Context: an optimization exercise on an open-source flow, tuned for small area. The choices shown serve that exercise and are no tape-out recipe.
The RTL was checked by simulation tests, not by an equivalence proof against the original design.

==> raven: inputs <==
==> flow/design.v (excerpt) <==
module needle_core (
    input  wire         clk,
    input  wire         rst,           
    input  wire         start,         
    input  wire [12:0]  entry_pc,
    input  wire [7:0]   pages,         
    input  wire [15:0]  budget,        
    input  wire [8:0]   vlen,          
    output wire         busy,
    output wire [12:0]  imem_addr,
    input  wire [63:0]  imem_data,
    output wire [7:0]   win_addr,
    input  wire [255:0] win_data,
    output reg          done,
    output reg  [2:0]   reason,
    output reg  [23:0]  fwd,
    output reg  [7:0]   drop,
    output reg  [7:0]   copy,
    output reg  [2:0]   tc,
    output wire [639:0] key            
);
    localparam [2:0] R_END = 3'd0, R_BUDGET = 3'd1, R_WINDOW = 3'd2, R_ILLEGAL = 3'd3;
    reg  [2:0]   state;
    reg  [15:0]  rem;         
    reg  [7:0]   pages_r;
    reg  [8:0]   vlen_r;
    reg  [13:0]  pc;
    reg  [511:0] gfile;       
    reg          fz, fn, fc;
    reg  [639:0] kbuf;
    wire idle   = (state == 3'd0);
    wire load   = !state[2] && !idle;
    wire run    = (state == 3'd4);
    wire kstall = (state == 3'd6);
    assign busy = ~idle;
    assign key  = kbuf;
    assign imem_addr = pc[12:0];
    wire [7:0]  op  = imem_data[63:56];
    wire [3:0]  rd  = imem_data[55:52];
    wire [3:0]  ra  = imem_data[51:48];
    wire [3:0]  rb  = imem_data[47:44];
    wire [3:0]  cc  = imem_data[43:40];
    wire [7:0]  x   = imem_data[39:32];
    wire [31:0] imm = imem_data[31:0];
    wire is_dep  = (op == 8'h10);
    wire is_ldh  = (op == 8'h20);
    wire is_kput = (op == 8'h23);
    wire is_kcpy = (op == 8'h24);
    wire is_kclr = (op == 8'h25);
    wire win_op  = is_ldh | is_kcpy;
  ...
export LEC_CHECK = 0
export ABC_AREA = 1
export CAP_MARGIN = 20
export CELL_PAD_IN_SITES_DETAIL_PLACEMENT = 2
export CELL_PAD_IN_SITES_GLOBAL_PLACEMENT = 2
export CORE_MARGIN = 2
export CORE_UTILIZATION = 30
export CTS_BUF_LIST = sky130_fd_sc_hd__clkbuf_4 sky130_fd_sc_hd__clkbuf_8
export CTS_CLUSTER_SIZE = 20
export SLEW_MARGIN = 20
export SYNTH_MEMORY_MAX_BITS = 16384
create_clock -name core_clock -period 12.0 [get_ports {clk}]
standard.sh (not shown) runs the stock make flow with config.mk's settings and CLKGATE_MAP_FILE= SYNTH_SCRIPT=/design/flow/synth_recipe.tcl, a recipe that flattens the netlist after the stock synthesis.
==> flow/flow/run.sh <==
#!/bin/bash
# The standard layout (standard.sh, unchanged synthesis), with two changes:
# the port buffers are the smallest buffer cell, and CTS inserts no dummy
# loads. Each tool's output goes to orfs/logs; make's own output to make.log.
set -euo pipefail
export BUFFER_PORTS_ARGS="-buffer_cell sky130_fd_sc_hd__buf_1"
export CTS_ARGS="-sink_clustering_enable -repair_clock_nets -dont_use_dummy_load"
bash standard.sh finish > make.log 2>&1
==> inputs of amber, as changes to raven <==
==> flow/flow/run.sh (replaced) <==
#!/bin/bash
# The standard layout (standard.sh, unchanged synthesis), with two changes:
# the port buffers are the smallest buffer cell, and CTS builds the tree from
# clkbuf_8 with no dummy loads. Each tool's output goes to
# orfs/logs; make's own output to make.log.
set -euo pipefail
export BUFFER_PORTS_ARGS="-buffer_cell sky130_fd_sc_hd__buf_1"
export CTS_ARGS="-sink_clustering_enable -repair_clock_nets -dont_use_dummy_load -buf_list {sky130_fd_sc_hd__clkbuf_8}"
bash standard.sh finish > make.log 2>&1
CORE_UTILIZATION = 45   (was 30)
CTS_BUF_LIST = unset   (was sky130_fd_sc_hd__clkbuf_4 sky130_fd_sc_hd__clkbuf_8)
CTS_CLUSTER_SIZE = unset   (was 20)
==> out/qor.yml <==
outcome: "timing/DRC/antenna clean"
hold_path.class: "reg -> reg"
die_area_mm2: 0.254
final_cells: 13400
met2RoutedLength_um: 239000
cpMostUsedCell: "nand2_1"
grtUsageTotal_pct: 37.6
wirelength_um: 494000
critical_path.startpoint: "imem_data[57]"
multi_input_cells: 6575
fill_cells: 28400
vias: 76300
chipHeight_um: 504
critical-path-slowest-cell: "nand3_2"
layout.nets: 10500
largest-register: "kbuf"
wl_met1_um: 192000
dp_hpwl_um: 384000
largest_cell_class: "sequential cells"
tap_cells: 3330
path_max_fanout: 19
(the above is from raven)
==> out/qor.yml <==
outcome: "did not finish"
failing_step: "global routing (5_1_grt)"
firstError: "[ERROR GRT-0116] Global routing finished with congestion. Check the congestion regions in the DRC Viewer."
synth_ff_type: "edfxtp_1"
grt_util_met1_pct: 87.7
yosys_warnings: 6
dp_hpwl_um: 440000
synth.most_common_cell: "nand2_1"
globalplace.congestion: 1.16
die_x_um: 412
ctsLongestPathBuffers: 3
synth_largest_area_cell: "edfxtp_1"
chipHeight_um: 412
asyncSetResetFlopFracSynth_pct: 0
grtUsageTotal_pct: 90.0
place_inst: 11900
(the above is from amber)

========
==> build 55: inputs <==
needle_core, a different RTL version from the one above (not shown whole).
Settings: LEC_CHECK=0, ABC_AREA=1, CAP_MARGIN=20, CELL_PAD_IN_SITES_DETAIL_PLACEMENT=2, CELL_PAD_IN_SITES_GLOBAL_PLACEMENT=2, CORE_MARGIN=2, CORE_UTILIZATION=30, SLEW_MARGIN=20, SYNTH_MEMORY_MAX_BITS=16384; clock period 12.0 ns.
==> flow/flow/run.sh <==
#!/bin/bash
# The standard layout (standard.sh, unchanged synthesis), with two changes:
# the port buffers are the smallest buffer cell, and CTS builds the tree from
# clkbuf_8 (clusters of up to 12 sinks) with no dummy loads. Each tool's output goes to
# orfs/logs; make's own output to make.log.
set -euo pipefail
export BUFFER_PORTS_ARGS="-buffer_cell sky130_fd_sc_hd__buf_1"
export CTS_ARGS="-sink_clustering_enable -repair_clock_nets -dont_use_dummy_load -buf_list {sky130_fd_sc_hd__clkbuf_8} -sink_clustering_size 12 -sink_clustering_max_diameter 100"
bash standard.sh finish > make.log 2>&1
==> build 85 (differences from build 55) <==
--- a/flow/design.v
+++ b/flow/design.v
@@ -44,25 +44,18 @@
     wire [31:0] imm = imem_data[31:0];
     wire is_dep  = (op == 8'h10);
     wire is_ldh  = (op == 8'h20);
     wire is_kput = (op == 8'h23);
     wire is_kcpy = (op == 8'h24);
     wire is_kclr = (op == 8'h25);
     wire win_op  = is_ldh | is_kcpy;
     wire [3:0]  rb_sel = is_dep ? rd : rb;
-    reg  [31:0] va, vb;
-    integer rr;
-    always @* begin
-        va = 32'd0; vb = 32'd0;
-        for (rr = 0; rr < 16; rr = rr + 1) begin
-            va = va | (gfile[32*rr +: 32] & {32{ra == rr}});
-            vb = vb | (gfile[32*rr +: 32] & {32{rb_sel == rr}});
-        end
-    end
+    wire [31:0] va  = gfile[32*ra +: 32];
+    wire [31:0] vb  = gfile[32*rb_sel +: 32];
     reg         known;
     reg  [4:0]  used;
     reg  [31:0] imask;
     always @* begin
         known = 1'b1;
         used  = 5'b00000;
         imask = 32'h0;
         case (op)
@@ -133,71 +126,82 @@
             8'h51: if (cc > 4'd8) illegal = 1'b1;
             8'h5E: if (x != 8'd4 && x != 8'd5) illegal = 1'b1;
             default: ;
         endcase
     end
     wire is_rr   = (op == 8'h03) || (op == 8'h05) || (op == 8'h07) ||
                    (op == 8'h09) || (op == 8'h0B) || (op == 8'h11);
     wire is_sub  = (op == 8'h05) || (op == 8'h06) || (op == 8'h11) || (op == 8'h12);
-    wire [31:0] opa  = (op == 8'h01) ? 32'd0 : va;
-    wire [31:0] opb  = is_rr ? vb : imm;
+    wire a_zero  = (op == 8'h01) || (win_op && !cc[3]);
+    wire [31:0] opa  = a_zero ? 32'd0 : va;
+    wire [31:0] opb  = is_rr ? vb : is_kcpy ? {24'd0, imm[7:0]} : imm;
     wire [33:0] sum_w = {1'b0, opa, 1'b1} + {1'b0, opb ^ {32{is_sub}}, is_sub};
     wire [31:0] sum  = sum_w[32:1];
     wire        cout = sum_w[33];
     wire [8:0]  acc_len = is_kcpy ? {3'd0, x[5:0]} : {6'd0, sz};
+    wire        win_bad = cout || (sum[31:8] != 24'd0) ||
+                          ({1'b0, sum[7:0]} + acc_len > vlen_r);
     wire [7:0] wimm = imm[7:0] + {6'd0, kstall ? ku : 2'd0};
-    wire [8:0] weff = {1'b0, cc[3] ? va[7:0] : 8'd0} + {1'b0, wimm};
-    wire       win_bad = weff[8] || (cc[3] && va[31:8] != 24'd0) ||
-                         (is_ldh && imm[15:8] != 8'd0) ||
-                         ({1'b0, weff[7:0]} + acc_len > vlen_r);
-    assign win_addr = (load || is_kclr) ? 8'hFF : weff[7:0];
+    wire [7:0] weff = (cc[3] ? va[7:0] : 8'd0) + wimm;
+    assign win_addr = (load || is_kclr) ? 8'hFF : weff;
     reg [31:0] ldh_val;
     always @* begin
         case (cc[1:0])
             2'd0:    ldh_val = {24'd0, win_data[255:248]};
             2'd1:    ldh_val = {16'd0, win_data[255:240]};
             default: ldh_val = win_data[255:224];
         endcase
     end
     wire [4:0]  pos   = imm[4:0];
     wire [4:0]  lenm1 = imm[12:8];
     wire [5:0]  topb  = {1'b0, pos} + {1'b0, lenm1};
     wire        sh_left = (op == 8'h0D) || is_dep;
-    wire [4:0]  ramt  = sh_left ? (5'd0 - pos) : pos;
-    wire [63:0] rot2  = {va, va} >> ramt;
-    wire [31:0] rot   = rot2[31:0];
-    reg  [31:0] smask;
+    reg  [31:0] va_rev;
     integer k;
+    always @* for (k = 0; k < 32; k = k + 1) va_rev[k] = va[31-k];
+    wire [31:0] sh_in = sh_left ? va_rev : va;
+    wire [31:0] sh_r  = sh_in >> pos;
+    reg  [31:0] sh_l, lmask, dmask;
     always @* begin
         for (k = 0; k < 32; k = k + 1) begin
-            case (op)
-                8'h0D:   smask[k] = (k >= pos);                             
-                8'h0E:   smask[k] = (31 - k >= pos);                        
-                8'h0F:   smask[k] = (31 - k >= pos) && (k <= lenm1);        
-                default: smask[k] = (k >= pos) && (k <= topb);              
-            endcase
+            sh_l[k]  = sh_r[31-k];
+            lmask[k] = (op == 8'h0E) || (k <= lenm1);
+            dmask[k] = (op == 8'h0D) || ((k >= pos) && (k <= topb));
         end
     end
-    wire [31:0] shift_r = (rot & smask) | (is_dep ? (vb & ~smask) : 32'd0);
+    wire [31:0] right_r = sh_r & lmask;                         
+    wire [31:0] left_r  = (vb & ~dmask) | (sh_l & dmask);       
     wire [13:0] pc_inc = pc + 14'd1;
-    wire op_sum = (op == 8'h01) || (op >= 8'h03 && op <= 8'h06) || (op == 8'h11) || (op == 8'h12);
-    wire op_and = (op == 8'h07) || (op == 8'h08) || (op == 8'h13);
-    wire op_or  = (op == 8'h02) || (op == 8'h09) || (op == 8'h0A);
-    wire op_xor = (op == 8'h0B) || (op == 8'h0C);
-    wire op_sh  = (op >= 8'h0D && op <= 8'h10);
-    wire op_ldh = is_ldh;
-    wire op_pc  = (op == 8'h52);
-    wire [31:0] alu_r = ({32{op_sum}} & sum) | ({32{op_and}} & (va & opb)) |
-                        ({32{op_or}} & (va | opb)) | ({32{op_xor}} & (va ^ opb)) |
-                        ({32{op_sh}} & shift_r) | ({32{op_ldh}} & ldh_val) |
-                        ({32{op_pc}} & {18'd0, pc_inc});
-    wire alu_wr = (op >= 8'h01 && op <= 8'h10) || op_ldh || op_pc;
-    wire alu_fl = (op >= 8'h03 && op <= 8'h13);
-    wire alu_ar = (op >= 8'h03 && op <= 8'h06) || (op == 8'h11) || (op == 8'h12);
+    reg  [31:0] alu_r;
+    reg         alu_wr;      
+    reg         alu_fl;      
+    reg         alu_ar;      
+    always @* begin
+        alu_r  = 32'd0;
+        alu_wr = 1'b0;
+        alu_fl = 1'b0;
+        alu_ar = 1'b0;
+        case (op)
+            8'h01: begin alu_r = sum; alu_wr = 1'b1; end
+            8'h02: begin alu_r = va | opb; alu_wr = 1'b1; end        
+            8'h03, 8'h04, 8'h05, 8'h06:
+                   begin alu_r = sum; alu_wr = 1'b1; alu_fl = 1'b1; alu_ar = 1'b1; end
+            8'h07, 8'h08: begin alu_r = va & opb; alu_wr = 1'b1; alu_fl = 1'b1; end
+            8'h09, 8'h0A: begin alu_r = va | opb; alu_wr = 1'b1; alu_fl = 1'b1; end
+            8'h0B, 8'h0C: begin alu_r = va ^ opb; alu_wr = 1'b1; alu_fl = 1'b1; end
+            8'h0D, 8'h10: begin alu_r = left_r;  alu_wr = 1'b1; alu_fl = 1'b1; end
+            8'h0E, 8'h0F: begin alu_r = right_r; alu_wr = 1'b1; alu_fl = 1'b1; end
+            8'h11, 8'h12: begin alu_r = sum; alu_fl = 1'b1; alu_ar = 1'b1; end
+            8'h13: begin alu_r = va & opb; alu_fl = 1'b1; end
+            8'h20: begin alu_r = ldh_val; alu_wr = 1'b1; end
+            8'h52: begin alu_r = {18'd0, pc_inc}; alu_wr = 1'b1; end
+            default: ;
+        endcase
+    end
     wire alu_c = alu_ar & (cout ^ is_sub);
     wire       zero_k = load || is_kclr;
     reg  [7:0] fetch [0:31];
     reg  [7:0] fsrc  [0:3];
     reg  [7:0] fin1  [0:4];
     reg  [7:0] fine  [0:6];
     reg  [7:0] rin   [0:31];
     integer p;
==> flow/run.sh (new file) <==
#!/bin/bash
# synth_recipe.tcl (not shown) runs the flow's synth.tcl, then flattens the netlist and writes it again
# the make line also repeats each setting of config.mk as NAME=value (left out here)
make -C /OpenROAD-flow-scripts/flow DESIGN_CONFIG=/design/flow/config.mk WORK_HOME=/design/flow/orfs CLKGATE_MAP_FILE= SYNTH_SCRIPT=/design/flow/synth_recipe.tcl finish
- CAP_MARGIN: 20 -> 30
- SLEW_MARGIN: 20 -> 30
removed: flow/flow/run.sh
removed: flow/standard.sh
==> notes <==
Between build 85 and build 55, the lower die area is in build 55 (gap 2.8%, measured against build 55). Between build 55 and build 85, the lower utilization is in build 55 (gap 4.0 points). Between build 85 and build 55, the lower critical path depth is in build 55 (gap 4). In sequential cell count, build 85 and build 55 do not differ. Build 85 passed the timing, DRC and antenna checks. Build 55 finished clean.

[separate check: timing with driven ports]
How much do the figures lean on ideal ports? The routed layouts below were timed once more, with nothing changed but the port constraints.
Step 1, drivers: a clkbuf_16 drives clk and a buf_2 each remaining input, both assumed.
Step 2 times the ports against the registers' clock, not the clock port: input delays grow and output delays shrink by t, the midpoint of the rising clock arrivals with the driver on.
Slacks: ideal ports / drivers / drivers and shift; pairs: ideal ports / drivers.
run	t (ns)	setup slack, ns	worst data-port slew with drivers (ns)
raven	0.880	2.068 / 2.044 / 1.682	0.32
build 55	1.014	2.141 / 2.100 / 1.335	0.45
build 85	0.944	1.102 / 1.034 / 0.342	0.35
After both steps setup and hold are still met in every run listed. For build 55, which loses most, drivers alone change the setup slack by -0.041 ns; drivers and shift together by -0.806 ns.
